Background: an optimization exercise with open tools, aiming at small area and a short achievable clock period. Do not read the settings as production practice. Function was not checked in any run shown here: the RTL went through the layout flow alone. Power figures rest on the tool's default switching activity, not on a simulated workload.

===== run.sh =====
#!/bin/bash
# synth_recipe.tcl (not shown) runs the flow's synth.tcl, then flattens the netlist and writes it again
# the make line also repeats each setting of config.mk as NAME=value (left out here)
make -C /OpenROAD-flow-scripts/flow DESIGN_CONFIG=/design/flow/config.mk WORK_HOME=/design/flow/orfs CLKGATE_MAP_FILE= SYNTH_SCRIPT=/design/flow/synth_recipe.tcl finish

===== config.mk =====
export PLATFORM = sky130hd
export DESIGN_NAME = pst_rx
export DESIGN_NICKNAME = pst_rx
export VERILOG_FILES = /design/flow/design.v
export SDC_FILE = /design/flow/constraint.sdc
export NUM_CORES = 4
export LEC_CHECK = 0
export CAP_MARGIN = 20
export CORE_MARGIN = 2
export CORE_UTILIZATION = 40
export PLACE_DENSITY = 0.6
export SLEW_MARGIN = 20

===== constraint.sdc =====
create_clock -name core_clock -period 13.0 [get_ports {clk}]
set_input_delay 2.6000 -clock core_clock [delete_from_list [all_inputs] [get_ports {clk}]]
set_output_delay 2.6000 -clock core_clock [all_outputs]
set_load 0.01 [all_outputs]

===== design.v =====
module pst_phy_rx (
    input  wire        clk,
    input  wire        rst,            
    input  wire        in_valid,       
    input  wire [65:0] in_data,        
    input  wire        inv_auto,       
    input  wire        restart,        
    input  wire        lockloss_clr,   
    output reg         out_valid,      
    output reg         out_ctrl,       
    output wire [63:0] out_data,       
    output wire        locked,         
    output wire        rx_inv,         
    output wire        inv_event,      
    output reg  [31:0] blkerr,         
    output reg  [15:0] lockloss        
);
    reg  [65:0] prev_word;     
    reg  [6:0]  boundary;      
    reg  [5:0]  hunt_cnt;      
    reg  [63:0] err_hist;      
    reg  [3:0]  err_cnt;       
    reg  [63:0] scr_blk;       
    reg         scr_new;       
    reg  [57:0] scr_state;     
    reg         locked_q;      
    reg         rx_inv_q;      
    reg         inv_pend;      
    reg         inv_cand;      
    reg  [5:0]  inv_run_q;     
    reg  [1:0]  hdr_q;         
    wire [121:0] scr_ext = {scr_blk, scr_state};
    reg  [63:0]  payload;
    integer j;
    always @(*) begin
        for (j = 0; j < 64; j = j + 1)
            payload[j] = scr_ext[58 + j] ^ scr_ext[19 + j] ^ scr_ext[j];
    end
    assign out_data = payload;
    wire [63:0] cpl = ~payload;
    wire is_train   = (cpl[7:0] == 8'h01) && (cpl[15:12] == 4'h0) &&
                      (cpl[63:16] == 48'h3C3C_3C3C_3C3C);
    wire is_losidle = (cpl[7:0] == 8'h02) && (cpl[8] == 1'b0);
    wire is_idle    = (cpl[7:0] == 8'h03) && (cpl[63:8] == 56'd0);
    wire is_cpl     = is_train || is_losidle || is_idle;
    wire fire = inv_cand & is_cpl;
    assign inv_event = fire;
    assign locked    = locked_q & ~fire;
    assign rx_inv    = rx_inv_q | fire;
    wire [5:0] inv_run = !inv_pend ? inv_run_q :
                         (is_cpl && !fire) ? (inv_run_q == 6'd32 ? 6'd32 : inv_run_q + 6'd1) :
                         6'd0;
    wire [65:0]  word    = in_data ^ {66{rx_inv}};
    wire [131:0] window  = {word, prev_word};
    wire [129:0] st7 = window[131:2];
    wire [129:0] st6;
    wire [97:0]  st5;
    wire [81:0]  st4;
    wire [73:0]  st3;
    wire [69:0]  st2;
    wire [67:0]  st1;
    wire [66:0]  sh;
    genvar g;
    generate
        for (g = 0; g < 130; g = g + 1) begin : g_st6
            if (g <= 65)      assign st6[g] = boundary[6] ? st7[g + 64] : st7[g];
            else if (g <= 67) assign st6[g] = boundary[6] ? 1'b0 : st7[g];
            else              assign st6[g] = st7[g];
        end
        for (g = 0; g < 98; g = g + 1) begin : g_st5
            assign st5[g] = boundary[5] ? st6[g + 32] : st6[g];
        end
        for (g = 0; g < 82; g = g + 1) begin : g_st4
            assign st4[g] = boundary[4] ? st5[g + 16] : st5[g];
        end
        for (g = 0; g < 74; g = g + 1) begin : g_st3
            assign st3[g] = boundary[3] ? st4[g + 8] : st4[g];
        end
        for (g = 0; g < 70; g = g + 1) begin : g_st2
            assign st2[g] = boundary[2] ? st3[g + 4] : st3[g];
        end
        for (g = 0; g < 68; g = g + 1) begin : g_st1
            assign st1[g] = boundary[1] ? st2[g + 2] : st2[g];
        end
        for (g = 0; g < 67; g = g + 1) begin : g_st0
            assign sh[g] = boundary[0] ? st1[g + 1] : st1[g];
        end
    endgenerate
    wire [63:0]  scrambled = sh[63:0];
    wire         b65 = (boundary == 7'd65);
    wire         h0 = hdr_q[0];
    wire         h1 = b65 ? word[0] : hdr_q[1];
    wire         hdr_valid = h0 ^ h1;
    wire         hdr_data  = h1;           
    wire cut     = in_valid & ~restart;
    wire lk_cut  = cut & locked;
    wire slip    = cut & ~locked & ~hdr_valid;
    wire drop    = lk_cut & ~hdr_valid & (err_cnt == 4'd15) & ~err_hist[63];
    always @(posedge clk) begin
        if (in_valid)
            prev_word[65:2] <= word[65:2];
        scr_blk <= scrambled;
        scr_new <= in_valid;
        if (scr_new)
            scr_state <= scr_blk[63:6];
        out_ctrl <= h0;
        if (cut)
            err_hist <= {err_hist[62:0], ~hdr_valid};
        if (!locked)
            err_cnt <= 4'd0;
        else if (cut)
            err_cnt <= err_cnt + {3'd0, ~hdr_valid} - {3'd0, err_hist[63]};
        if (rst) begin
            prev_word[1:0] <= 2'd0;
            hdr_q     <= 2'd0;
            boundary  <= 7'd0;
            hunt_cnt  <= 6'd0;
            out_valid <= 1'b0;
            locked_q  <= 1'b0;
            rx_inv_q  <= 1'b0;
            inv_pend  <= 1'b0;
            inv_cand  <= 1'b0;
            inv_run_q <= 6'd0;
            blkerr    <= 32'd0;
            lockloss  <= 16'd0;
        end else begin
            if (in_valid) begin
                prev_word[1:0] <= word[1:0];
                if (slip)
                    hdr_q <= b65 ? word[1:0] : sh[66:65];
                else
                    hdr_q <= sh[65:64];
            end
            out_valid <= lk_cut & hdr_valid;
            inv_pend  <= lk_cut & hdr_valid & hdr_data & ~drop;
            inv_cand  <= lk_cut & hdr_valid & hdr_data & ~drop & inv_auto &
                         (inv_run[5] | (&inv_run[4:0]));
            rx_inv_q  <= rx_inv & ~restart;
            locked_q  <= locked;
            inv_run_q <= inv_run;
            if (lockloss_clr)
                lockloss <= 16'd0;
            if (lk_cut & ~hdr_valid)
                blkerr <= blkerr + 32'd1;
            if (drop && (lockloss != 16'hFFFF || lockloss_clr))
                lockloss <= lockloss_clr ? 16'd1 : lockloss + 16'd1;
            if (restart) begin
                locked_q  <= 1'b0;
                hunt_cnt  <= 6'd0;
                inv_run_q <= 6'd0;
            end else if (in_valid) begin
                if (!locked) begin
                    if (hdr_valid) begin
                        hunt_cnt <= hunt_cnt + 6'd1;
                        if (hunt_cnt == 6'd63)
                            locked_q <= 1'b1;
                    end else begin
                        hunt_cnt <= 6'd0;
                        boundary <= (boundary == 7'd65) ? 7'd0 : boundary + 7'd1;
                    end
                    inv_run_q <= 6'd0;
                end else begin
                    if (drop)
                        locked_q <= 1'b0;
                    if (!(hdr_valid & hdr_data) | drop)
                        inv_run_q <= 6'd0;
                end
            end
        end
    end
endmodule
module pst_frame_rx (
    input  wire        clk,
    input  wire        rst,             
    input  wire        blk_valid,       
    input  wire        blk_ctrl,        
    input  wire [63:0] blk_data,        
    input  wire        locked,          
    output reg         fr_sof,          
    output reg         fr_valid,        
    output reg  [63:0] fr_data,
    output reg         fr_end,          
    output reg         fr_good,         
    output reg  [15:0] frame_ok,        
    output reg  [15:0] frame_err        
);
    localparam [7:0] T_OWN  = 8'h10;
    localparam [7:0] T_SOF  = 8'h11;
    localparam [7:0] T_EOF  = 8'h12;
    localparam [7:0] T_MARK = 8'h13;
    localparam [31:0] CRC_IDLE = 32'hF0958FC8;
    reg        run_take;         
    reg [5:0]  run_left;         
    wire       run_active = |run_left;
    reg        in_frame;
    reg [5:0]  f_rem;            
    reg [31:0] f_crc;            
    function type_len_ok;
        input [7:0] t;
        input [4:0] len;
        begin
            case (t)
                8'h01:   type_len_ok = (len == 5'd8);
                8'h02:   type_len_ok = (len == 5'd6);
                8'h03:   type_len_ok = (len == 5'd8);
                8'h04:   type_len_ok = (len >= 5'd1);
                8'h05:   type_len_ok = (len == 5'd3);
                8'h06:   type_len_ok = (len == 5'd0) || (len == 5'd4);
                8'h07:   type_len_ok = (len >= 5'd2);
                default: type_len_ok = 1'b0;
            endcase
        end
    endfunction
    wire [7:0] btype   = blk_data[7:0];
    wire       is_mark = blk_ctrl && (btype == T_MARK);
    wire       is_own  = blk_ctrl && (btype == T_OWN);
    wire       is_sof  = blk_ctrl && (btype == T_SOF);
    wire       is_eof  = blk_ctrl && (btype == T_EOF);
    wire       is_data = !blk_ctrl;
    wire [31:0] crc_next;
    pst_crc64 u_crc (.c(f_crc), .d(blk_data), .q(crc_next));
    wire        eof_good = (blk_data[39:8] == ~f_crc) && (f_rem == 6'd0);
    wire        blk      = locked && blk_valid && !is_mark;
    wire        in_run   = blk && run_active;
    wire        last_blk = run_left == 6'd1;
    wire        take     = in_run && run_take;
    wire        open_sof = take && !in_frame && is_sof;
    wire        dat      = take && in_frame && is_data;
    wire        close    = take && in_frame && !is_data;        
    wire        good     = close && is_eof && eof_good;
    wire        end_bad  = (!locked && in_frame) ||
                           ((open_sof || dat) && last_blk) || (close && !good);
    wire        frame_nx = in_frame ? (locked && !(take && (close || (dat && last_blk))))
                                    : (open_sof && !last_blk);
    always @(posedge clk) begin
        fr_data <= blk_data;
        if (!frame_nx)
            f_crc <= CRC_IDLE;
        else if (open_sof || dat)
            f_crc <= crc_next;
        if (open_sof)
            f_rem <= type_len_ok(blk_data[15:8], blk_data[20:16]) ?
                     {1'b0, blk_data[20:16]} : 6'd63;
        else if (dat)
            f_rem <= f_rem - 6'd1;
        if (rst) begin
            run_take   <= 1'b0;
            run_left   <= 6'd0;
            in_frame   <= 1'b0;
            f_crc      <= CRC_IDLE;
            fr_sof     <= 1'b0;
            fr_valid   <= 1'b0;
            fr_end     <= 1'b0;
            fr_good    <= 1'b0;
            frame_ok   <= 16'd0;
            frame_err  <= 16'd0;
        end else begin
            fr_sof   <= open_sof;
            fr_valid <= dat;
            fr_end   <= end_bad || good;
            fr_good  <= good;
            in_frame <= frame_nx;
            if (good)
                frame_ok <= frame_ok + 16'd1;
            if (end_bad)
                frame_err <= frame_err + 16'd1;
            if (!locked) begin
                run_take <= 1'b0;
                run_left <= 6'd0;
            end else if (blk) begin
                if (!run_active) begin
                    if (is_own) begin
                        run_left <= blk_data[21:16];
                        run_take <= blk_data[24];
                    end
                end else begin
                    run_left <= run_left - 6'd1;
                end
            end
        end
    end
endmodule
module pst_crc64 (
    input  wire [31:0] c,
    input  wire [63:0] d,
    output wire [31:0] q
);
    wire [31:0] x = c ^ d[31:0];
    wire t64 = x[3] ^ x[13];
    wire t65 = x[4] ^ d[39];
    wire t66 = x[11] ^ d[32];
    wire t67 = x[6] ^ x[16];
    wire t68 = x[7] ^ x[12];
    wire t69 = d[36] ^ d[54];
    wire t70 = x[5] ^ x[15];
    wire t71 = x[8] ^ d[37];
    wire t72 = x[9] ^ d[38];
    wire t73 = x[19] ^ d[34];
    wire t74 = x[30] ^ d[55];
    wire t75 = x[10] ^ d[56];
    wire t76 = d[47] ^ t64;
    wire t77 = x[1] ^ x[14];
    wire t78 = x[0] ^ d[35];
    wire t79 = x[31] ^ d[61];
    wire t80 = d[45] ^ t66;
    wire t81 = x[20] ^ d[40];
    wire t82 = x[2] ^ d[59];
    wire t83 = x[21] ^ d[41];
    wire t84 = x[22] ^ d[42];
    wire t85 = d[50] ^ d[57];
    wire t86 = x[23] ^ d[43];
    wire t87 = x[24] ^ d[44];
    wire t88 = x[25] ^ d[52];
    wire t89 = x[26] ^ d[46];
    wire t90 = d[48] ^ d[60];
    wire t91 = x[17] ^ d[63];
    wire t92 = d[33] ^ d[58];
    wire t93 = x[27] ^ d[49];
    wire t94 = x[29] ^ d[51];
    wire t95 = x[18] ^ t70;
    wire t96 = d[62] ^ t85;
    wire t97 = t67 ^ t69;
    wire t98 = d[53] ^ t83;
    wire t99 = t65 ^ t75;
    wire t100 = d[63] ^ t71;
    wire t101 = t74 ^ t90;
    wire t102 = x[28] ^ t89;
    wire t103 = d[35] ^ t72;
    wire t104 = t68 ^ t84;
    wire t105 = x[5] ^ t79;
    wire t106 = x[28] ^ d[34];
    wire t107 = x[12] ^ d[60];
    wire t108 = x[13] ^ d[51];
    wire t109 = d[39] ^ d[58];
    wire t110 = t73 ^ t81;
    wire t111 = x[11] ^ t82;
    wire t112 = x[19] ^ t77;
    wire t113 = x[20] ^ t86;
    wire t114 = t65 ^ t108;
    wire t115 = x[7] ^ t87;
    wire t116 = x[9] ^ t91;
    wire t117 = t88 ^ t94;
    wire t118 = d[61] ^ t104;
    wire t119 = x[25] ^ t80;
    wire t120 = t68 ^ t102;
    wire t121 = t76 ^ t78;
    wire t122 = t93 ^ t100;
    wire t123 = x[17] ^ d[37];
    wire t124 = x[31] ^ d[36];
    wire t125 = x[18] ^ d[56];
    wire t126 = d[38] ^ d[40];
    wire t127 = x[3] ^ x[22];
    wire t128 = x[8] ^ d[45];
    wire t129 = x[24] ^ d[33];
    wire t130 = x[12] ^ d[54];
    wire t131 = x[26] ^ d[53];
    wire t132 = d[32] ^ d[57];
    wire t133 = d[59] ^ d[62];
    wire t134 = x[4] ^ x[23];
    wire t135 = x[27] ^ t77;
    wire t136 = t78 ^ t107;
    wire t137 = d[41] ^ t92;
    wire t138 = x[21] ^ t82;
    wire t139 = d[34] ^ t109;
    wire t140 = x[15] ^ t67;
    wire t141 = d[44] ^ t70;
    wire t142 = d[46] ^ t71;
    wire t143 = x[16] ^ t72;
    wire t144 = d[49] ^ t79;
    wire t145 = d[33] ^ t95;
    wire t146 = t81 ^ t98;
    wire t147 = x[2] ^ t80;
    wire t148 = t88 ^ t101;
    wire t149 = t96 ^ t116;
    wire t150 = t95 ^ t97;
    wire t151 = d[47] ^ t122;
    wire t152 = x[10] ^ x[17];
    wire t153 = d[49] ^ d[55];
    wire t154 = x[2] ^ d[36];
    wire t155 = x[0] ^ d[38];
    wire t156 = d[42] ^ d[62];
    wire t157 = d[43] ^ d[57];
    wire t158 = x[29] ^ d[48];
    wire t159 = d[39] ^ d[44];
    wire t160 = d[37] ^ d[50];
    wire t161 = x[13] ^ x[14];
    wire t162 = d[42] ^ d[59];
    wire t163 = x[6] ^ x[18];
    wire t164 = x[0] ^ x[14];
    wire t165 = x[1] ^ x[8];
    wire t166 = x[30] ^ d[50];
    wire t167 = d[48] ^ t92;
    wire t168 = t66 ^ t74;
    wire t169 = t78 ^ t123;
    wire t170 = t106 ^ t124;
    wire t171 = x[1] ^ t66;
    wire t172 = x[29] ^ t125;
    wire t173 = t64 ^ t71;
    wire t174 = t73 ^ t84;
    wire t175 = d[52] ^ t75;
    wire t176 = t86 ^ t155;
    wire t177 = d[40] ^ t87;
    wire t178 = d[53] ^ t93;
    wire t179 = x[16] ^ t69;
    wire t180 = x[21] ^ t106;
    wire t181 = x[28] ^ t127;
    wire t182 = x[27] ^ t130;
    wire t183 = t131 ^ t132;
    wire t184 = x[31] ^ t73;
    wire t185 = d[55] ^ t91;
    wire t186 = x[11] ^ t92;
    wire t187 = t64 ^ t133;
    wire t188 = t65 ^ t103;
    wire t189 = t97 ^ t167;
    wire t190 = t110 ^ t152;
    wire t191 = t68 ^ t111;
    wire t192 = t136 ^ t174;
    wire t193 = d[57] ^ t113;
    wire t194 = t77 ^ t139;
    wire t195 = x[4] ^ t142;
    wire t196 = d[43] ^ t76;
    wire t197 = t115 ^ t180;
    wire t198 = t117 ^ t181;
    wire t199 = t111 ^ t182;
    wire t200 = t99 ^ t161;
    wire t201 = x[30] ^ t96;
    wire t202 = x[9] ^ t101;
    wire t203 = t99 ^ t112;
    wire t204 = t141 ^ t144;
    wire t205 = t67 ^ t76;
    wire t206 = d[46] ^ t114;
    wire t207 = t90 ^ t103;
    wire t208 = t105 ^ t134;
    wire t209 = x[24] ^ t105;
    wire t210 = x[6] ^ t118;
    wire t211 = x[23] ^ t147;
    wire t212 = d[41] ^ t148;
    wire t213 = t120 ^ t121;
    wire t214 = t120 ^ t160;
    wire t215 = t138 ^ t149;
    wire t216 = d[54] ^ t121;
    wire t217 = t150 ^ t151;
    assign q[0] = ((t188 ^ t189) ^ (t190 ^ (t168 ^ ((d[52] ^ x[3]) ^ t135))));
    assign q[1] = ((t145 ^ t146) ^ (t191 ^ ((t153 ^ t169) ^ (t170 ^ t99))));
    assign q[2] = ((((t83 ^ t85) ^ (x[5] ^ t126)) ^ (t171 ^ t172)) ^ ((t173 ^ t97) ^ t192));
    assign q[3] = (t210 ^ (((t112 ^ t114) ^ (t137 ^ t169)) ^ ((t74 ^ (t154 ^ t72)) ^ t193)));
    assign q[4] = (((t176 ^ t95) ^ (t81 ^ (t124 ^ t156))) ^ (t194 ^ ((t115 ^ t138) ^ (t173 ^ t175))));
    assign q[5] = ((t98 ^ ((d[60] ^ t127) ^ (t157 ^ t82))) ^ (((t100 ^ t112) ^ (t140 ^ t177)) ^ (t119 ^ t188)));
    assign q[6] = ((((t135 ^ t141) ^ (t89 ^ (d[35] ^ t73))) ^ t210) ^ (t211 ^ t212));
    assign q[7] = (t213 ^ ((t140 ^ t178) ^ (((d[56] ^ t128) ^ (t129 ^ t154)) ^ ((t156 ^ t79) ^ t113))));
    assign q[8] = ((t196 ^ t197) ^ ((t149 ^ t195) ^ (t179 ^ (((d[32] ^ x[25]) ^ t158) ^ t135))));
    assign q[9] = ((t198 ^ ((((x[1] ^ x[26]) ^ t159) ^ t110) ^ t147)) ^ t217);
    assign q[10] = (t214 ^ (((((x[10] ^ x[29]) ^ t69) ^ t98) ^ t194) ^ t211));
    assign q[11] = ((((t84 ^ t94) ^ t142) ^ t199) ^ (t76 ^ (((d[35] ^ x[15]) ^ t126) ^ (t129 ^ t74))));
    assign q[12] = (t212 ^ ((t143 ^ t170) ^ (t76 ^ ((t65 ^ t86) ^ (x[14] ^ (d[56] ^ x[12]))))));
    assign q[13] = (((t144 ^ t177) ^ t200) ^ (t183 ^ (((d[35] ^ d[42]) ^ t123) ^ (t158 ^ t70))));
    assign q[14] = ((t137 ^ (t93 ^ ((d[43] ^ x[14]) ^ t126))) ^ (t201 ^ (t119 ^ t150)));
    assign q[15] = (t214 ^ ((t184 ^ t185) ^ ((t137 ^ t140) ^ (t162 ^ (d[51] ^ t159)))));
    assign q[16] = ((t196 ^ t202) ^ (t203 ^ (((t162 ^ t163) ^ (t69 ^ t94)) ^ ((x[7] ^ t128) ^ t186))));
    assign q[17] = ((t202 ^ t204) ^ ((t175 ^ ((t157 ^ t164) ^ t110)) ^ (t191 ^ t195)));
    assign q[18] = (((t96 ^ t98) ^ t204) ^ (t205 ^ ((((d[58] ^ x[20]) ^ t107) ^ (t165 ^ t75)) ^ (t103 ^ t80))));
    assign q[19] = (t215 ^ ((((x[10] ^ t164) ^ t80) ^ t118) ^ (t189 ^ t206)));
    assign q[20] = (((t113 ^ (((d[32] ^ x[19]) ^ (x[22] ^ x[30])) ^ (t133 ^ t68))) ^ (t206 ^ t207)) ^ t217);
    assign q[21] = (t216 ^ (((((d[58] ^ d[60]) ^ t166) ^ t171) ^ t122) ^ (t197 ^ t208)));
    assign q[22] = ((t198 ^ t199) ^ (t209 ^ ((((d[62] ^ x[16]) ^ t109) ^ (t128 ^ t166)) ^ t190)));
    assign q[23] = (((t163 ^ (x[31] ^ t134)) ^ (t168 ^ t187)) ^ (t146 ^ ((t102 ^ t116) ^ (t117 ^ t136))));
    assign q[24] = (((t185 ^ ((x[11] ^ x[26]) ^ t104)) ^ (t205 ^ t207)) ^ (t209 ^ ((t139 ^ t172) ^ t146)));
    assign q[25] = (((t186 ^ t187) ^ t118) ^ (t193 ^ (((d[34] ^ t125) ^ (t153 ^ t165)) ^ ((t83 ^ t88) ^ t143))));
    assign q[26] = (t215 ^ (t200 ^ ((((d[58] ^ x[8]) ^ t131) ^ (t86 ^ t87)) ^ t192)));
    assign q[27] = (((t91 ^ ((d[45] ^ d[59]) ^ (d[61] ^ x[22]))) ^ t145) ^ (t148 ^ (((t132 ^ t67) ^ (t73 ^ t87)) ^ (t114 ^ t176))));
    assign q[28] = (((t115 ^ t178) ^ t119) ^ (t208 ^ (((t69 ^ t72) ^ (t75 ^ t89)) ^ ((x[3] ^ (d[62] ^ x[18])) ^ t101))));
    assign q[29] = (t151 ^ ((((t129 ^ t130) ^ (x[6] ^ (d[55] ^ x[19]))) ^ (t102 ^ t105)) ^ ((t96 ^ t99) ^ t119)));
    assign q[30] = (t213 ^ ((t179 ^ ((x[5] ^ t91) ^ t117)) ^ (t201 ^ t203)));
    assign q[31] = (t216 ^ (((t100 ^ t143) ^ (t183 ^ t184)) ^ ((t94 ^ (x[2] ^ (d[39] ^ x[10]))) ^ t145)));
endmodule
module pst_rx (
    input  wire        clk,
    input  wire        rst,            
    input  wire        in_valid,       
    input  wire [65:0] in_data,        
    input  wire        inv_auto,       
    input  wire        restart,        
    input  wire        lockloss_clr,   
    output wire        blk_valid,
    output wire        blk_ctrl,
    output wire [63:0] blk_data,
    output wire        locked,
    output wire        rx_inv,
    output wire        inv_event,
    output wire [31:0] blkerr,
    output wire [15:0] lockloss,
    output wire        fr_sof,
    output wire        fr_valid,
    output wire [63:0] fr_data,
    output wire        fr_end,
    output wire        fr_good,
    output wire [15:0] frame_ok,
    output wire [15:0] frame_err
);
    pst_phy_rx u_phy (
        .clk(clk), .rst(rst), .in_valid(in_valid), .in_data(in_data),
        .inv_auto(inv_auto), .restart(restart), .lockloss_clr(lockloss_clr),
        .out_valid(blk_valid), .out_ctrl(blk_ctrl), .out_data(blk_data),
        .locked(locked), .rx_inv(rx_inv), .inv_event(inv_event),
        .blkerr(blkerr), .lockloss(lockloss));
    pst_frame_rx u_frame (
        .clk(clk), .rst(rst),
        .blk_valid(blk_valid), .blk_ctrl(blk_ctrl), .blk_data(blk_data),
        .locked(locked),
        .fr_sof(fr_sof), .fr_valid(fr_valid), .fr_data(fr_data),
        .fr_end(fr_end), .fr_good(fr_good),
        .frame_ok(frame_ok), .frame_err(frame_err));
endmodule

==> out/qor.txt, run 1 <==
Final routed DRC violation total - 0
Proportion of register bits with asynchronous set or reset after synthesis - 0%
Worst setup slack after layout - 5.39 ns
Synthesized netlist cell count - 3129
TritonCTS buffer count - 53
GR met3 Demand/Resource - 5.17%
Die Y-Extent - 279 um
Count of vias placed by the detailed router - 25700
Largest buffer count on any clock path - 3
Layout-stage area growth over the synthesis result - 18.7%
Most frequently used flop master after synthesis - sky130_fd_sc_hd__dfxtp_1
Flip-flop and latch count after synthesis - 476
Final worst path period need - 7.61 ns
Layout Nets - 3446
Maximum fanout along the worst path - 37
Number of buffers inserted for hold repair after clock tree synthesis - 0
Share of the cycle needed by the critical path after routing - 58.5%
Upper clock frequency limit - 131 MHz
Rel. slew slack - 23.6%
Count of clock tree sinks - 476
Grt met1 use - 39.2%
Area of the mapped netlist - 30300 um^2
Commonest cells after routing, fill and taps aside - sky130_fd_sc_hd__xnor2_1, sky130_fd_sc_hd__clkdlybuf4s50_1, sky130_fd_sc_hd__dfxtp_1
Count of port buffers added during placement - 288
CP Data Arrival Time - 5.01 ns
Clock Pin Slew Worst Setup and Hold Paths - 0.06 ns
RSZ-0062 raised after global routing - no
Final core area utilization - 48.2%
Peak supply drop - 0.000242 V
Total wirelength of the detailed-routed design - 116000 um
Largest net degree at the start of global routing - 75
Commonest non-fill, non-tap cell in the layout - sky130_fd_sc_hd__xnor2_1
GRT Util Overall - 29.0%
Initial Utilization - 40.6%
Aggregate global routing overflow - 0
Area contributors post-synth - sky130_fd_sc_hd__edfxtp_1, sky130_fd_sc_hd__dfxtp_1, sky130_fd_sc_hd__xnor2_1, sky130_fd_sc_hd__xor2_1, sky130_fd_sc_hd__mux2i_1
Cell area reported after detailed placement - 34100 um^2
Sequential fraction of the synthesis area - 37.8%
Vias per cell - 5.89
Post-Route Skew - 0.0358 ns
Top-area cell type share of the netlist area - 19.0%
DP HPWL - 89000 um
Power density of the placed cells - 252 nW/um^2
Number of antenna violations at the first check in global routing - 1
Multi-input gate area - 17800 um^2
Worst-Skew Late Latency - 0.64 ns
Total power draw - 9.06 mW
Crit start category - register
Endpoint kind of the worst setup timing path - primary output
Grt peak-use layer - met2
Final hold violations - 0
Number of gates resized after cts - 0
Post-route ant nets - 0
First drt pass iteration count - 7
Flip-flop and latch area - 11500 um^2
Max Transition Viols Final - 0
Fillers - 6974
Chip Width - 279 um
Startpoint-to-endpoint class of the critical path - reg2out
Number of global-route vias before repair - 23900
Wirelength per Cell - 26.6 um
Synth unique cells - 85
Num ports - 289
Post-Place Worst Slack - 6.12 ns
First-pass GRT wire length - 167000 um
TritonCTS clock tree - yes
Post-Synthesis Mean Instance Area - 9.69 um^2
Slew of the pin with the lowest slew margin - 1.14 ns
Tightest Hold Check Type - reg2reg
Buffers inserted by post-CTS timing repair - 0
Biggest area consumer among synthesized cells - sky130_fd_sc_hd__edfxtp_1
Count of H-tree levels built during CTS - 2
Met2 global-route usage - 45.6%
Share of post-route cells with drive strength above 1 - 7.62%
Clock root buffer master - sky130_fd_sc_hd__clkbuf_16
Post-synth EDFFs - 192
Placer Congestion - 1.05
Warnings from Yosys - 2
Initial detailed-routing violation count - 3255
Leakage power of the design - 12.7 nW
Core region area - 74700 um^2
Std-Cell Rows - 100
Syn Nets - 3220
Run status - timing/DRC/antenna clean
Finish-stage setup viols - 0
Die outline area - 78000 um^2
Req. time, crit path - 10.40 ns
Setup TNS after final layout - 0 ns
Maximum capacitance violations - 0
Post-route cell area - 36000 um^2
state kept, by name, indices dropped and copies added (netlist names), 16 cells and up:
name and flops:
u_frame.fr_data 64, u_phy.err_hist 64, u_phy.prev_word 64, u_phy.scr_blk 64
u_phy.scr_state 58, u_frame.f_crc 32, u_phy.blkerr 32, u_frame.frame_err 16
u_frame.frame_ok 16, u_phy.lockloss 16
stage by stage:
stage,std cells,hold WS (ns)
final,4370,0.396
after global routing,4369,0.389
after CTS,4369,0.395
after detailed placement,4269,0.384
after global placement,4269,0.376
after floorplan,3129,0.351
critical path, cell delays in order (launching register included):
cell and delay, ns:
sky130_fd_sc_hd__edfxtp_1 0.39, sky130_fd_sc_hd__xor3_1 0.85, sky130_fd_sc_hd__nor2b_1 0.25, sky130_fd_sc_hd__nand3_1 0.09
sky130_fd_sc_hd__or4_4 0.54, sky130_fd_sc_hd__a211oi_4 0.59, sky130_fd_sc_hd__nor2_4 0.06, sky130_fd_sc_hd__buf_4 0.28
sky130_fd_sc_hd__clkinv_2 0.60, sky130_fd_sc_hd__clkdlybuf4s50_1 0.67
logic make-up (layout without fill, tap and decap cells):
logic type / count (synthesis) / count (layout) / share of synthesized area, %
xor+xnor: 689 / 689 / 22.7
buf+inv: 275 / 546 / 3.68
other cells: 0 / 1 / 0
flops: 476 / 476 / 37.8
compound gates: 597 / 597 / 13.6
fa+ha+maj: 19 / 19 / 0.809
mux: 179 / 179 / 7.44
simple gates: 894 / 894 / 14.0
layout make-up:
type	count	area share, %
multi-input cells	2378	49.4
clock inverters	31	1.13
diodes	1	0.00695
flip-flops and latches	476	31.9
clock buffers	69	4.11
inverters	109	1.14
well taps	969	3.37
repair buffers	337	9.01
synth_stat cells (12+ instances only):
| cell type | n |
|---|---|
| sky130_fd_sc_hd__a211oi_1 | 43 |
| sky130_fd_sc_hd__a21boi_0 | 18 |
| sky130_fd_sc_hd__a21o_1 | 14 |
| sky130_fd_sc_hd__a21oi_1 | 141 |
| sky130_fd_sc_hd__a221o_1 | 16 |
| sky130_fd_sc_hd__a22o_1 | 17 |
| sky130_fd_sc_hd__a22oi_1 | 18 |
| sky130_fd_sc_hd__a31oi_1 | 21 |
| sky130_fd_sc_hd__and2_1 | 25 |
| sky130_fd_sc_hd__and3_1 | 26 |
| sky130_fd_sc_hd__buf_1 | 28 |
| sky130_fd_sc_hd__clkbuf_1 | 116 |
| sky130_fd_sc_hd__dfxtp_1 | 284 |
| sky130_fd_sc_hd__edfxtp_1 | 192 |
| sky130_fd_sc_hd__ha_1 | 18 |
| sky130_fd_sc_hd__inv_1 | 103 |
| sky130_fd_sc_hd__mux2_2 | 32 |
| sky130_fd_sc_hd__mux2i_1 | 113 |
| sky130_fd_sc_hd__mux4_2 | 34 |
| sky130_fd_sc_hd__nand2_1 | 232 |
| sky130_fd_sc_hd__nand2b_1 | 15 |
| sky130_fd_sc_hd__nand3_1 | 74 |
| sky130_fd_sc_hd__nand4_1 | 47 |
| sky130_fd_sc_hd__nor2_1 | 261 |
| sky130_fd_sc_hd__nor2b_1 | 18 |
| sky130_fd_sc_hd__nor3_1 | 79 |
| sky130_fd_sc_hd__nor4_1 | 32 |
| sky130_fd_sc_hd__o211ai_1 | 40 |
| sky130_fd_sc_hd__o21a_1 | 12 |
| sky130_fd_sc_hd__o21ai_0 | 96 |
| sky130_fd_sc_hd__o22ai_1 | 22 |
| sky130_fd_sc_hd__or2_2 | 13 |
| sky130_fd_sc_hd__or3_1 | 31 |
| sky130_fd_sc_hd__xnor2_1 | 471 |
| sky130_fd_sc_hd__xnor3_1 | 44 |
| sky130_fd_sc_hd__xor2_1 | 157 |
| sky130_fd_sc_hd__xor3_1 | 17 |
final timing paths:
path,depth (start not counted),from,slack [ns],to
worst max-delay path,9,u_phy.scr_state[35],5.39,rx_inv
worst min-delay path,0,u_phy.hdr_q[0],0.40,u_phy.out_ctrl
worst max register to register,18,u_phy.scr_state[35],6.24,u_phy.lockloss[7]
worst min register to register,0,u_phy.hdr_q[0],0.40,u_phy.out_ctrl
power by group:
group	total, mW	internal (mW)	switching [mW]	leakage, nW
clock network	1.62	0.939	0.678	0.925
logic	5.68	2.39	3.30	7.62
registers	1.76	1.69	0.0741	4.21
total	9.06	5.01	4.05	12.7
routing by layer:
| layer | share of wire, % | routed length, um | vias up |
|---|---|---|---|
| met2 | 44 | 51500 | 1458 |
| li1 | - | - | 11700 |
| met4 | 5.5 | 6340 | 2 |
| met3 | 9.2 | 10700 | 275 |
| met1 | 41 | 47700 | 12300 |
| met5 | 0.012 | 14 | - |
==> run 2: changes to the inputs <==
==> flow/run.sh (new file) <==
#!/bin/bash
set -euo pipefail
MARGIN=$(cat flow/margin.txt)
bash standard.sh SETUP_SLACK_MARGIN="$MARGIN" finish > standard_flow.log 2>&1
==> flow/margin.txt (new file) <==
8
==> standard.sh (new file) <==
#!/bin/bash
# synth_recipe.tcl (not shown) runs the flow's synth.tcl, then flattens the netlist and writes it again
# the make line also repeats each setting of config.mk as NAME=value (left out here)
make -C /OpenROAD-flow-scripts/flow DESIGN_CONFIG=/design/flow/config.mk WORK_HOME=/design/flow/orfs CLKGATE_MAP_FILE= SYNTH_SCRIPT=/design/flow/synth_recipe.tcl "${@:-finish}"
removed: run.sh
==> run 2 against run 1 <==
Net effect:
- via count increased by 3.1%
- critical path depth increased by 1
- synthesized cell count unchanged
- clock power about the same
- total power increased by 2.8%
- fmax increased by 29%
- register-to-register slack improved by 1.8 ns
- first-iteration DRC count decreased by 6.1%
- sequential power about the same
- clock-buffer cell count increased by 9
- sequential share of layout area decreased by 1.4 points
- final cell count increased by 2.1%
- critical endpoint unchanged
- largest power group unchanged
==> out/qor.txt, run 2 <==
Req. time, crit path - 10.40 ns (about the same)
Aggregate global routing overflow - 0 (unchanged)
Commonest cells after routing, fill and taps aside - sky130_fd_sc_hd__xnor2_1, sky130_fd_sc_hd__dfxtp_1, sky130_fd_sc_hd__clkdlybuf4s50_1
Leakage power of the design - 13.5 nW (+5.8%)
Startpoint-to-endpoint class of the critical path - reg2out
Syn Nets - 3220 (unchanged)
Layout-stage area growth over the synthesis result - 24.1%
Most frequently used flop master after synthesis - sky130_fd_sc_hd__dfxtp_1
Count of port buffers added during placement - 288 (unchanged)
Synth unique cells - 85 (unchanged)
Number of antenna violations at the first check in global routing - 2 (+1)
Wirelength per Cell - 26.8 um (+0.82%)
First-pass GRT wire length - 172000 um (+3.0%)
Worst-Skew Late Latency - 0.66 ns (+0.02 ns)
Placer Congestion - 1.05 (+0.17%)
Warnings from Yosys - 2 (unchanged)
Post-route ant nets - 0 (unchanged)
Synthesized netlist cell count - 3129 (unchanged)
Crit start category - register
TritonCTS clock tree - yes
Slew of the pin with the lowest slew margin - 1.20 ns (+0.0585 ns)
Final hold violations - 0 (unchanged)
First drt pass iteration count - 8 (+1)
CP Data Arrival Time - 3.28 ns (-1.73 ns)
Largest net degree at the start of global routing - 75 (unchanged)
Final routed DRC violation total - 0 (unchanged)
Vias per cell - 5.95 (+1.0%)
Setup TNS after final layout - 0 ns (unchanged)
Final worst path period need - 5.88 ns (-1.72 ns)
Area of the mapped netlist - 30300 um^2 (unchanged)
Top-area cell type share of the netlist area - 19.0% (unchanged)
Count of H-tree levels built during CTS - 2 (unchanged)
Ranking of synthesized cells by instance count - sky130_fd_sc_hd__xnor2_1, sky130_fd_sc_hd__dfxtp_1, sky130_fd_sc_hd__nor2_1, sky130_fd_sc_hd__nand2_1, sky130_fd_sc_hd__edfxtp_1
Total wirelength of the detailed-routed design - 120000 um (+2.9%)
Max Transition Viols Final - 0 (unchanged)
Startpoint of the most critical register-to-register path - u_phy.scr_state[48]
Maximum fanout along the worst path - 3 (-92%)
Source of the worst hold timing path - u_phy.hdr_q[0]
Peak supply drop - 0.000357 V (+48%)
Proportion of register bits with asynchronous set or reset after synthesis - 0% (unchanged)
TritonCTS buffer count - 55 (+3.8%)
Upper clock frequency limit - 170 MHz (+29%)
Die Y-Extent - 279 um (unchanged)
Commonest non-fill, non-tap cell in the layout - sky130_fd_sc_hd__xnor2_1
Initial Utilization - 40.6% (unchanged)
Slowest-stage cell, CP - sky130_fd_sc_hd__or3_4
GRT Util Overall - 29.7% (+0.67 points)
Cell Chain, Critical Path - buf_4 > xnor3_2 > nor4_2 > nand4_1 > or3_4 > a211oi_4 > nor2_4 > buf_12 > clkinv_4 > buf_6
Layout Nets - 3536 (+2.6%)
Power density of the placed cells - 248 nW/um^2 (-1.6%)
Post-Synthesis Mean Instance Area - 9.69 um^2 (unchanged)
Num ports - 289 (unchanged)
Std-Cell Rows - 100 (unchanged)
Worst setup path startpoint - u_phy.scr_state[48]
Final hold slack - 0.393 ns (-0.00278 ns)
Biggest area consumer among synthesized cells - sky130_fd_sc_hd__edfxtp_1
Core region area - 74700 um^2 (unchanged)
Rel. slew slack - 19.9% (-3.6 points)
Share of the cycle needed by the critical path after routing - 45.3% (-13 points)
Number of global-route vias before repair - 24600 (+3.2%)
Clock Pin Slew Worst Setup and Hold Paths - 0.06 ns (about the same)
RSZ-0062 raised after global routing - yes
Sequential fraction of the synthesis area - 37.8% (unchanged)
Largest buffer count on any clock path - 3 (unchanged)
Number of buffers inserted for hold repair after clock tree synthesis - 0 (unchanged)
Initial detailed-routing violation count - 3058 (-6.1%)
Tightest Hold Check Type - reg2reg
Post-synth EDFFs - 192 (unchanged)
Finish-stage setup viols - 0 (unchanged)
Share of post-route cells with drive strength above 1 - 14.4% (+6.8 points)
Endpoint kind of the worst setup timing path - primary output
Maximum capacitance violations - 0 (unchanged)
Delay of the slowest critical-path stage - 0.45 ns (-0.40 ns)
Die outline area - 78000 um^2 (unchanged)
Clock root buffer master - sky130_fd_sc_hd__clkbuf_16
Flip-flop and latch count after synthesis - 476 (unchanged)
DP HPWL - 87000 um (-2.3%)
Count of vias placed by the detailed router - 26500 (+3.1%)
Final core area utilization - 50.4% (+2.2 points)
Run status - timing/DRC/antenna clean
Chip Width - 279 um (unchanged)
Post-Route Skew - 0.0388 ns (+0.00300 ns)
Top-count cell post-synth - sky130_fd_sc_hd__xnor2_1
Area contributors post-synth - sky130_fd_sc_hd__edfxtp_1, sky130_fd_sc_hd__dfxtp_1, sky130_fd_sc_hd__xnor2_1, sky130_fd_sc_hd__xor2_1, sky130_fd_sc_hd__mux2i_1
Count of clock tree sinks - 476 (unchanged)
==> run 2: changes by cell type in the layout (fill, tap and decap cells not counted), moves of 12 or more <==
cell	delta
sky130_fd_sc_hd__inv_1	-23
sky130_fd_sc_hd__mux2i_1	-15
sky130_fd_sc_hd__clkinvlp_4	+14
sky130_fd_sc_hd__buf_4	+72
sky130_fd_sc_hd__clkdlybuf4s50_1	-22
sky130_fd_sc_hd__xnor3_1	-40
sky130_fd_sc_hd__xnor3_2	+40
sky130_fd_sc_hd__o21ai_0	-12
sky130_fd_sc_hd__xor3_1	-15
sky130_fd_sc_hd__dlymetal6s2s_1	+12
sky130_fd_sc_hd__xor3_2	+15
==> run 2: final timing paths <==
kind	end	slack, ns	depth (start not counted)
worst min register to register	u_phy.out_ctrl	0.39	0
worst min-delay path	u_phy.out_ctrl	0.39	0
worst max register to register	u_phy.lockloss[15]	7.99	23
worst max-delay path	rx_inv	7.12	10
==> run 2: layer usage <==
metal / GRT usage (%) / part of all wire (%)
met5: 0 / 0.014
met4: 12.6 / 5.2
met3: 6.07 / 9.4
met2: 46.4 / 44
met1: 39.9 / 41
==> run 2: critical path, delay by kind of cell, from the launching register on <==
family,cells,cell delay [ns]
flops,1,0.41
buf+inv,4,0.45
xor+xnor,1,0.43
simple gates,4,0.96
compound gates,1,0.39
==> run 2: logic make-up after synthesis <==
logic type | Yosys count | synth area share, %
simple gates | 894 | 14.0
buf+inv | 275 | 3.68
fa+ha+maj | 19 | 0.809
mux | 179 | 7.44
compound gates | 597 | 13.6
xor+xnor | 689 | 22.7
flops | 476 | 37.8
==> run 2: layout make-up <==
cell class,instances,area [um^2]
clock buffer,78,1580
timing repair buffer,425,4190
inverter,109,497
multi-input combinational,2378,18400
fill,7000,37100
clock inverter,26,313
tap,969,1210
antenna,1,2.50
sequential,476,11500
==> run 2: timing repair <==
item / in CTS / in global routing
gates cloned: 4 / 3
setup endpoints to repair: 196 / 136
resized for setup: 153 / 80
setup buffers: 64 / 23
pin swaps: 53 / 29
==> run 2: where the power goes <==
part           internal [mW]  switching, mW
Sequential              1.69         0.0756
Clock                  0.933          0.677
Combinational           2.45           3.49
Total                   5.08           4.24
==> run 2: stage by stage <==
step	power [mW]	setup WS, ns	cells	instance area, um^2
2_1_floorplan	5.53	7.78	3129	30500
3_3_place_gp	7.48	6.81	4263	34200
3_5_place_dp	7.36	6.73	4263	34200
4_1_cts	9.13	7.04	4435	37000
5_1_grt	9.61	7.05	4462	37600
6_report	9.32	7.12	4462	37600
==> run 3: changes to the inputs <==
--- a/design.v
+++ b/design.v
@@ -8,7 +8,7 @@
     input  wire        lockloss_clr,   
     output reg         out_valid,      
     output reg         out_ctrl,       
-    output wire [63:0] out_data,       
+    output reg  [63:0] out_data,       
     output wire        locked,         
     output wire        rx_inv,         
     output wire        inv_event,      
@@ -20,8 +20,6 @@
     reg  [5:0]  hunt_cnt;      
     reg  [63:0] err_hist;      
     reg  [3:0]  err_cnt;       
-    reg  [63:0] scr_blk;       
-    reg         scr_new;       
     reg  [57:0] scr_state;     
     reg         locked_q;      
     reg         rx_inv_q;      
@@ -29,15 +27,7 @@
     reg         inv_cand;      
     reg  [5:0]  inv_run_q;     
     reg  [1:0]  hdr_q;         
-    wire [121:0] scr_ext = {scr_blk, scr_state};
-    reg  [63:0]  payload;
-    integer j;
-    always @(*) begin
-        for (j = 0; j < 64; j = j + 1)
-            payload[j] = scr_ext[58 + j] ^ scr_ext[19 + j] ^ scr_ext[j];
-    end
-    assign out_data = payload;
-    wire [63:0] cpl = ~payload;
+    wire [63:0] cpl = ~out_data;
     wire is_train   = (cpl[7:0] == 8'h01) && (cpl[15:12] == 4'h0) &&
                       (cpl[63:16] == 48'h3C3C_3C3C_3C3C);
     wire is_losidle = (cpl[7:0] == 8'h02) && (cpl[8] == 1'b0);
@@ -87,6 +77,13 @@
         end
     endgenerate
     wire [63:0]  scrambled = sh[63:0];
+    wire [121:0] scr_ext = {scrambled, scr_state};
+    reg  [63:0]  payload;
+    integer j;
+    always @(*) begin
+        for (j = 0; j < 64; j = j + 1)
+            payload[j] = scr_ext[58 + j] ^ scr_ext[19 + j] ^ scr_ext[j];
+    end
     wire         b65 = (boundary == 7'd65);
     wire         h0 = hdr_q[0];
     wire         h1 = b65 ? word[0] : hdr_q[1];
@@ -99,10 +96,9 @@
     always @(posedge clk) begin
         if (in_valid)
             prev_word[65:2] <= word[65:2];
-        scr_blk <= scrambled;
-        scr_new <= in_valid;
-        if (scr_new)
-            scr_state <= scr_blk[63:6];
+        out_data <= payload;
+        if (in_valid)
+            scr_state <= scrambled[63:6];
         out_ctrl <= h0;
         if (cut)
             err_hist <= {err_hist[62:0], ~hdr_valid};
==> run 3 against run 2 <==
Net effect:
- still clean
- setup slack better by 0.56 ns
- non-clock buffer count is 98 higher
- sequential share of layout area is 1.9 points lower
- core utilization is 1.4 points higher
- sequential power is 8% higher
- design area is 8.4% higher
- die area is 4.8% higher
- fmax is 10% higher
- clock-buffer cell count is 7 lower
- clock skew is 0.0094 ns lower
- critical endpoint is now inv_event
- largest cell class unchanged
==> out/qor.txt, run 3 <==
TritonCTS clock tree - yes
Power density of the placed cells - 223 nW/um^2 (-10%)
Syn Nets - 3531 (+9.7%)
TritonCTS buffer count - 54 (-1.8%)
Post-Synthesis Mean Instance Area - 9.25 um^2 (-4.6%)
Area contributors post-synth - sky130_fd_sc_hd__edfxtp_1, sky130_fd_sc_hd__dfxtp_1, sky130_fd_sc_hd__xnor2_1, sky130_fd_sc_hd__xor2_1, sky130_fd_sc_hd__mux2i_1
Count of vias placed by the detailed router - 29700 (+12%)
Vias per cell - 6.09 (+2.3%)
Proportion of power drawn by combinational gates - 61.1% (-2.7 points)
Req. time, crit path - 10.40 ns (about the same)
Final worst path period need - 5.32 ns (-0.559 ns)
Post-route ant nets - 0 (unchanged)
Die outline area - 81800 um^2 (+4.8%)
Ranking of synthesized cells by instance count - sky130_fd_sc_hd__xnor2_1, sky130_fd_sc_hd__nor2_1, sky130_fd_sc_hd__dfxtp_1, sky130_fd_sc_hd__nand2_1, sky130_fd_sc_hd__edfxtp_1
Share of the cycle needed by the critical path after routing - 41.0% (-4.3 points)
Proportion of register bits with asynchronous set or reset after synthesis - 0% (unchanged)
Num ports - 289 (unchanged)
Sequential power share - 21.1% (+2.2 points)
Setup TNS after final layout - 0 ns (unchanged)
Endpoint kind of the worst setup timing path - primary output
Rel. slew slack - 16.8% (-3.1 points)
Initial Utilization - 40.3% (-0.27 points)
Synth unique cells - 108 (+27%)
Finish-stage setup viols - 0 (unchanged)
Peak supply drop - 0.000275 V (-23%)
Startpoint-to-endpoint class of the critical path - reg2out
Top-count cell post-synth - sky130_fd_sc_hd__xnor2_1
Final routed DRC violation total - 0 (unchanged)
Flip-flop and latch count after synthesis - 475 (-0.21%)
Most frequently used flop master after synthesis - sky130_fd_sc_hd__dfxtp_1
Count of H-tree levels built during CTS - 2 (unchanged)
Die Y-Extent - 286 um (+2.4%)
Maximum fanout along the worst path - 9 (+6)
First-pass GRT wire length - 197000 um (+14%)
Sequential fraction of the synthesis area - 35.9% (-1.8 points)
Clock root buffer master - sky130_fd_sc_hd__clkbuf_16
Share of post-route cells with drive strength above 1 - 19.6% (+5.2 points)
Layout-stage area growth over the synthesis result - 28.2%
Crit start category - register
Largest buffer count on any clock path - 3 (unchanged)
Post-synth EDFFs - 192 (unchanged)
Upper clock frequency limit - 188 MHz (+10%)
Aggregate global routing overflow - 0 (unchanged)
GRT Util Overall - 32.7% (+3.1 points)
Clock network power share - 17.8% (+0.5 points)
Worst-Skew Late Latency - 0.66 ns (about the same)
Placer Congestion - 1.06 (+1.0%)
Initial detailed-routing violation count - 3841 (+26%)
Proportion of total power due to net switching - 42.5% (-3.0 points)
Count of clock tree sinks - 475 (-0.21%)
First drt pass iteration count - 8 (unchanged)
Final hold violations - 0 (unchanged)
Slew of the pin with the lowest slew margin - 1.24 ns (+0.0466 ns)
Synthesized netlist cell count - 3439 (+9.9%)
Count of port buffers added during placement - 288 (unchanged)
Top-area cell type share of the netlist area - 18.1% (-0.89 points)
Maximum capacitance violations - 0 (unchanged)
Warnings from Yosys - 2 (unchanged)
Switching power - 3.86 mW (-9.1%)
Biggest area consumer among synthesized cells - sky130_fd_sc_hd__edfxtp_1
Wirelength per Cell - 28.5 um (+6.1%)
Std-Cell Rows - 103 (+3.0%)
Core region area - 78900 um^2 (+5.6%)
Number of antenna violations at the first check in global routing - 5 (+3)
CP Data Arrival Time - 2.72 ns (-0.56 ns)
Tightest Hold Check Type - reg2reg
Total wirelength of the detailed-routed design - 139000 um (+16%)
DP HPWL - 97700 um (+12%)
Largest net degree at the start of global routing - 75 (unchanged)
Post-Route Skew - 0.0294 ns (-0.00941 ns)
Max Transition Viols Final - 0 (unchanged)
Run status - timing/DRC/antenna clean
Clock Pin Slew Worst Setup and Hold Paths - 0.06 ns (about the same)
Leakage power of the design - 14.2 nW (+5.2%)
Worst setup slack after layout - 7.68 ns (+0.559 ns)
Commonest non-fill, non-tap cell in the layout - sky130_fd_sc_hd__xnor2_1
Chip Width - 286 um (+2.4%)
Number of global-route vias before repair - 27900 (+13%)
Commonest cells after routing, fill and taps aside - sky130_fd_sc_hd__xnor2_1, sky130_fd_sc_hd__nor2_1, sky130_fd_sc_hd__clkdlybuf4s50_1
Layout Nets - 3876 (+9.6%)
RSZ-0062 raised after global routing - yes
Pint - 5.22 mW (+2.8%)
Final core area utilization - 51.7% (+1.4 points)
Fillers - 7267 (+3.8%)
Post-Place Worst Slack - 5.95 ns (-0.775 ns)
Area of the mapped netlist - 31800 um^2 (+4.9%)
## run 3: cell count changes in the layout (fill, tap and decap cells not counted), sizes merged, moves of 16 or more
| cell | change |
|---|---|
| xor2 | +34 |
| xnor3 | -42 |
| mux2i | +25 |
| o22ai | +16 |
| a2111oi | +22 |
| buf | +102 |
| xor3 | -17 |
| a21boi | -18 |
| clkdlybuf4s50 | -30 |
| nor2 | +25 |
| mux4 | -16 |
| xnor2 | +106 |
| mux2 | +23 |
| or3 | +22 |
## run 3: layout make-up
type                    instances  area [um^2]  share of cell area (%)
inverters                      93          397                   0.972
repair inverters                3         26.3                  0.0644
repair buffers                523         4930                    12.1
diodes                          3         7.51                  0.0184
multi-input cells            2634        20600                    50.5
clock buffers                  71         1500                    3.67
flip-flops and latches        475        11700                    28.6
clock inverters                29          375                   0.920
well taps                    1050         1310                    3.22
## run 3: through the flow
| step | total power [mW] | cells | instance area [um^2] | hold slack, ns |
|---|---|---|---|---|
| floorplan | 5.60 | 3439 | 31900 | 0.331 |
| global placement | 7.14 | 4595 | 35500 | 0.364 |
| detailed placement | 7.13 | 4595 | 35500 | 0.365 |
| CTS | 8.95 | 4827 | 39900 | 0.390 |
| global route | 9.41 | 4878 | 40800 | 0.386 |
| finish | 9.08 | 4881 | 40800 | 0.378 |
## run 3: worst paths after layout
path | from | to | slack, ns | depth (start not counted)
setup / recovery | u_phy.out_data[61] | inv_event | 7.68 | 8
hold / removal | u_phy.out_data[49] | u_frame.fr_data[49] | 0.38 | 0
setup reg to reg | u_phy.out_data[0] | u_phy.out_data[45] | 8.09 | 15
hold reg to reg | u_phy.out_data[49] | u_frame.fr_data[49] | 0.38 | 0
## run 3: timing repair
item,CTS,global route
cloned,10,0
hold buffers,0,0
setup endpoints to repair,213,131
buffers inserted,122,51
resized for setup,425,136
pin swaps,61,48
## run 3: kinds of logic after synthesis
| logic type | after synthesis | share of synthesized area (%) |
|---|---|---|
| AOI/OAI and AO/OA | 679 | 15.3 |
| muxes | 211 | 7.73 |
| xor gates and xnor gates | 770 | 21.4 |
| buffers and inverters | 330 | 4.44 |
| adders and majority gates | 20 | 0.810 |
| and+or+nand+nor | 954 | 14.4 |
| DFF | 475 | 35.9 |
## run 3: power by group through the flow
stage / registers (mW) / clock network (mW) / logic (mW)
floorplan: 1.91 / 0 / 3.69
global placement: 2.04 / 0 / 5.10
detailed placement: 2.05 / 0 / 5.08
CTS: 1.93 / 1.64 / 5.38
global route: 1.92 / 1.71 / 5.78
finish: 1.92 / 1.62 / 5.55
## run 3: per-layer routing
layer | vias to the layer above | GRT usage, % | wire (um)
li1 | 13100 | - | -
met1 | 14300 | 41.2 | 53700
met2 | 1842 | 50.4 | 60200
met3 | 530 | 8.29 | 13900
met4 | 0 | 20.1 | 11100
met5 | - | 0.0581 | 0
## run 3: critical path, cell delays in order (launching register included)
cell and delay, ns:
sky130_fd_sc_hd__dfxtp_4 0.47, sky130_fd_sc_hd__nand4_1 0.11, sky130_fd_sc_hd__or4_4 0.54, sky130_fd_sc_hd__o22a_4 0.27, sky130_fd_sc_hd__buf_12 0.13, sky130_fd_sc_hd__o21ai_4 0.16
sky130_fd_sc_hd__buf_6 0.11, sky130_fd_sc_hd__and3_4 0.17, sky130_fd_sc_hd__buf_6 0.11
==> run 4: changes to the inputs <==
==> flow/run.sh (replaced) <==
#!/bin/bash
set -euo pipefail
mapfile -t ARGS < <(grep -v '^#' flow/make_args.txt | sed '/^$/d')
bash standard.sh "${ARGS[@]}" finish > standard_flow.log 2>&1
==> flow/make_args.txt (new file) <==
SETUP_SLACK_MARGIN=8.3
TNS_END_PERCENT=0
BUFFER_PORTS_ARGS=-buffer_cell sky130_fd_sc_hd__buf_1
removed: flow/margin.txt
==> run 4 against run 3 <==
Net effect:
- still clean on timing, DRC and antenna
- die area did not move
- via count fell by 1.0%
- clock skew rose by 0.028 ns
- fmax fell by 2.8%
- critical endpoint is now u_phy.out_data[48]
- largest cell class unchanged
==> out/qor.txt, run 4 <==
Fillers - 7671 (+5.6%)
Share of the cycle needed by the critical path after routing - 42.1% (+1.2 points)
Multi-input gate area - 19300 um^2 (-6.3%)
Power density of the placed cells - 245 nW/um^2 (+10%)
Placer Congestion - 1.05 (-0.70%)
GRT Util Overall - 33.1% (+0.42 points)
Switching power - 4.06 mW (+5.3%)
Commonest non-fill, non-tap cell in the layout - sky130_fd_sc_hd__xnor2_1
Flip-flop and latch count after synthesis - 475 (unchanged)
Post-Route Skew - 0.0571 ns (+0.0278 ns)
Clock Pin Slew Worst Setup and Hold Paths - 0.06 ns (about the same)
Final hold violations - 0 (unchanged)
Total wirelength of the detailed-routed design - 140000 um (+0.94%)
Leakage power of the design - 12.5 nW (-12%)
Final worst path period need - 5.48 ns (+0.155 ns)
Vias per cell - 6.13 (+0.74%)
Flip-flop and latch area - 11600 um^2 (-0.16%)
Endpoint kind of the worst setup timing path - register
Sequential fraction of the synthesis area - 35.9% (unchanged)
Layout Nets - 3789 (-2.2%)
Post-Synthesis Mean Instance Area - 9.25 um^2 (unchanged)
Layout-stage area growth over the synthesis result - 16.4%
Routed metal-1 wire length - 56400 um (+5.1%)
Largest net degree at the start of global routing - 75 (unchanged)
Ranking of synthesized cells by instance count - sky130_fd_sc_hd__xnor2_1, sky130_fd_sc_hd__nor2_1, sky130_fd_sc_hd__dfxtp_1, sky130_fd_sc_hd__nand2_1, sky130_fd_sc_hd__edfxtp_1
Setup TNS after final layout - 0 ns (unchanged)
Slew of the pin with the lowest slew margin - 1.22 ns (-0.0210 ns)
Initial detailed-routing violation count - 4015 (+4.5%)
Crit start category - primary input
Finish-stage setup viols - 0 (unchanged)
Share of post-route cells with drive strength above 1 - 13.2% (-6.4 points)
Met3 routed WL - 13600 um (-2.2%)
Largest buffer count on any clock path - 3 (unchanged)
Die Y-Extent - 286 um (unchanged)
Count of port buffers added during placement - 288 (unchanged)
Max Transition Viols Final - 0 (unchanged)
Count of H-tree levels built during CTS - 2 (unchanged)
Num ports - 289 (unchanged)
Number of global-route vias before repair - 27300 (-2.1%)
Most frequently used flop master after synthesis - sky130_fd_sc_hd__dfxtp_1
Number of buffers inserted for hold repair after clock tree synthesis - 0 (unchanged)
Chip Width - 286 um (unchanged)
Post-synth EDFFs - 192 (unchanged)
Total power draw - 9.07 mW (-0.10%)
Final routed DRC violation total - 0 (unchanged)
Syn Nets - 3531 (unchanged)
Tightest Hold Check Type - reg2reg
Count of clock tree sinks - 475 (unchanged)
Wirelength per Cell - 29.2 um (+2.8%)
Core region area - 78900 um^2 (unchanged)
Proportion of register bits with asynchronous set or reset after synthesis - 0% (unchanged)
Proportion of total power due to net switching - 44.8% (+2.3 points)
Maximum capacitance violations - 0 (unchanged)
Synthesized netlist cell count - 3439 (unchanged)
Pint - 5.01 mW (-4.1%)
Warnings from Yosys - 2 (unchanged)
TritonCTS buffer count - 55 (+1.9%)
Post-route cell area - 37000 um^2 (-9.2%)
First drt pass iteration count - 7 (-1)
Count of vias placed by the detailed router - 29400 (-1.0%)
Final core area utilization - 46.9% (-4.8 points)
Worst-Skew Late Latency - 0.67 ns (about the same)
Peak supply drop - 0.000263 V (-4.2%)
Highest metal used - met5
Clock network power share - 18.1% (+0.3 points)
Cell area reported after detailed placement - 33900 um^2 (-4.6%)
Die outline area - 81800 um^2 (unchanged)
Area of the mapped netlist - 31800 um^2 (unchanged)
Std-Cell Rows - 103 (unchanged)
Run status - timing/DRC/antenna clean
Area contributors post-synth - sky130_fd_sc_hd__edfxtp_1, sky130_fd_sc_hd__dfxtp_1, sky130_fd_sc_hd__xnor2_1, sky130_fd_sc_hd__xor2_1, sky130_fd_sc_hd__mux2i_1
CP Data Arrival Time - 6.02 ns (+3.30 ns)
RSZ-0062 raised after global routing - yes
Number of antenna violations at the first check in global routing - 5 (unchanged)
Initial Utilization - 40.3% (unchanged)
Met2 routed WL - 60800 um (+1.0%)
Rel. slew slack - 18.0% (+1.2 points)
DP HPWL - 102000 um (+4.6%)
Req. time, crit path - 13.54 ns (+3.14 ns)
Biggest area consumer among synthesized cells - sky130_fd_sc_hd__edfxtp_1
Synth unique cells - 108 (unchanged)
First-pass GRT wire length - 198000 um (+0.60%)
Upper clock frequency limit - 183 MHz (-2.8%)
Clock root buffer master - sky130_fd_sc_hd__clkbuf_16
TritonCTS clock tree - yes
Maximum fanout along the worst path - 3 (-6)
Proportion of power drawn by combinational gates - 60.1% (-1.0 points)
Startpoint-to-endpoint class of the critical path - in2reg
Sequential power share - 21.7% (+0.6 points)
Aggregate global routing overflow - 0 (unchanged)
Top-count cell post-synth - sky130_fd_sc_hd__xnor2_1
Top-area cell type share of the netlist area - 18.1% (unchanged)
Post-route ant nets - 0 (unchanged)
Commonest cells after routing, fill and taps aside - sky130_fd_sc_hd__xnor2_1, sky130_fd_sc_hd__nor2_1, sky130_fd_sc_hd__buf_1
## run 4: cell types whose count changed in the layout (fill, tap and decap cells not counted), moves of 12 or more
cell / delta
sky130_fd_sc_hd__buf_1: +279
sky130_fd_sc_hd__clkdlybuf4s50_1: -234
sky130_fd_sc_hd__buf_4: -82
sky130_fd_sc_hd__mux2i_1: +38
sky130_fd_sc_hd__mux2i_2: -20
sky130_fd_sc_hd__xnor2_1: +20
sky130_fd_sc_hd__dlygate4sd2_1: -18
sky130_fd_sc_hd__mux2i_4: -18
sky130_fd_sc_hd__xnor2_2: -18
sky130_fd_sc_hd__o21ai_0: +15
sky130_fd_sc_hd__dlymetal6s2s_1: -14
sky130_fd_sc_hd__a211oi_1: +13
sky130_fd_sc_hd__a2111oi_0: +12
## run 4: final cells by class
cell class | instances | area share, %
clock inverters | 43 | 1.23
well taps | 1050 | 3.55
flip-flops and latches | 475 | 31.4
multi-input cells | 2634 | 52.1
repair inverters | 2 | 0.0473
inverters | 93 | 1.06
repair buffers | 436 | 6.61
diodes | 1 | 0.00676
clock buffers | 61 | 3.95
## run 4: power groups by stage
stage | clock (mW) | sequential, mW | combinational (mW)
2_1_floorplan | 0 | 1.91 | 3.69
5_1_grt | 1.73 | 1.98 | 5.66
3_3_place_gp | 0 | 2.05 | 5.18
4_1_cts | 1.67 | 1.98 | 5.31
6_report | 1.64 | 1.97 | 5.46
3_5_place_dp | 0 | 2.05 | 5.15
## run 4: kinds of logic after synthesis
| logic type | synth area share (%) |
|---|---|
| simple gates | 14.4 |
| xor+xnor | 21.4 |
| compound gates | 15.3 |
| flops | 35.9 |
| buf+inv | 4.44 |
| mux | 7.73 |
| fa+ha+maj | 0.810 |
## run 4: worst paths after layout
path / from / to / slack, ns / cells after the start
setup reg to reg: u_phy.out_data[23] / u_phy.scr_state[15] / 7.66 / 15
setup / recovery: in_data[65] / u_phy.out_data[48] / 7.52 / 12
hold / removal: u_phy.hdr_q[0] / u_phy.out_ctrl / 0.38 / 0
hold reg to reg: u_phy.hdr_q[0] / u_phy.out_ctrl / 0.38 / 0
## run 4: critical path, cell delays in order
cell and delay, ns:
sky130_fd_sc_hd__buf_1 0.31, sky130_fd_sc_hd__mux2i_1 0.28, sky130_fd_sc_hd__nand2_1 0.15, sky130_fd_sc_hd__o21ai_0 0.17, sky130_fd_sc_hd__xnor2_1 0.35, sky130_fd_sc_hd__a32oi_1 0.22
sky130_fd_sc_hd__a22oi_1 0.64, sky130_fd_sc_hd__o22ai_1 0.15, sky130_fd_sc_hd__or4_4 0.48, sky130_fd_sc_hd__mux2i_4 0.23, sky130_fd_sc_hd__xor2_1 0.27, sky130_fd_sc_hd__xnor2_1 0.16
## run 4: metal layers
| metal | global-route usage, % | vias to the layer above |
|---|---|---|
| li1 | - | 12900 |
| met1 | 44.0 | 14200 |
| met2 | 50.6 | 1880 |
| met3 | 6.32 | 403 |
| met4 | 18.4 | 6 |
| met5 | 0 | - |
## run 4: what timing repair did
item                                    4_1_cts  5_1_grt
gates resized for setup                     162       25
buffers inserted                             54       15
hold endpoints to repair                      0        0
endpoints found under the setup margin      220      169
pin swaps                                    15       12
cloned                                        7        0
## run 4: through the flow
step           std cells  setup WS [ns]  hold WS (ns)
4_1_cts             4779           7.62         0.374
5_1_grt             4795           7.58         0.379
3_5_place_dp        4614           6.60         0.365
6_report            4795           7.52         0.375
2_1_floorplan       3439           7.94         0.331
3_3_place_gp        4614           6.63         0.368

## port drivers added, routing unchanged
Ports are ideal in the flow. The routed layouts listed here were re-timed in OpenROAD.
Step 1: set_driving_cell puts a clkbuf_16 on clk and a buf_2 on each other input, an assumption about the parent block.
Step 2 times the ports against the registers' clock, not the clock port: input delays grow and output delays shrink by t, the midpoint of the rising clock arrivals with the driver on.
Three values: ideal ports, drivers, drivers and shift; two values: the first two.
run	t (ns)	slack for setup (ns)	hold WS [ns]	worst register clock-pin slew, ns
run 1	0.688	5.394 / 5.329 / 6.017	0.396 / 0.396 / 0.396	0.07 / 0.07
run 2	0.710	7.117 / 7.050 / 7.350	0.393 / 0.393 / 0.393	0.07 / 0.07
run 3	0.712	7.676 / 7.606 / 7.192	0.378 / 0.378 / 0.378	0.06 / 0.06
run 4	0.716	7.521 / 7.559 / 6.858	0.375 / 0.375 / 0.375	0.07 / 0.07
After both steps every run listed still meets setup and hold. For run 4, which loses most, drivers alone change the setup slack by +0.038 ns; drivers and shift together by -0.663 ns.
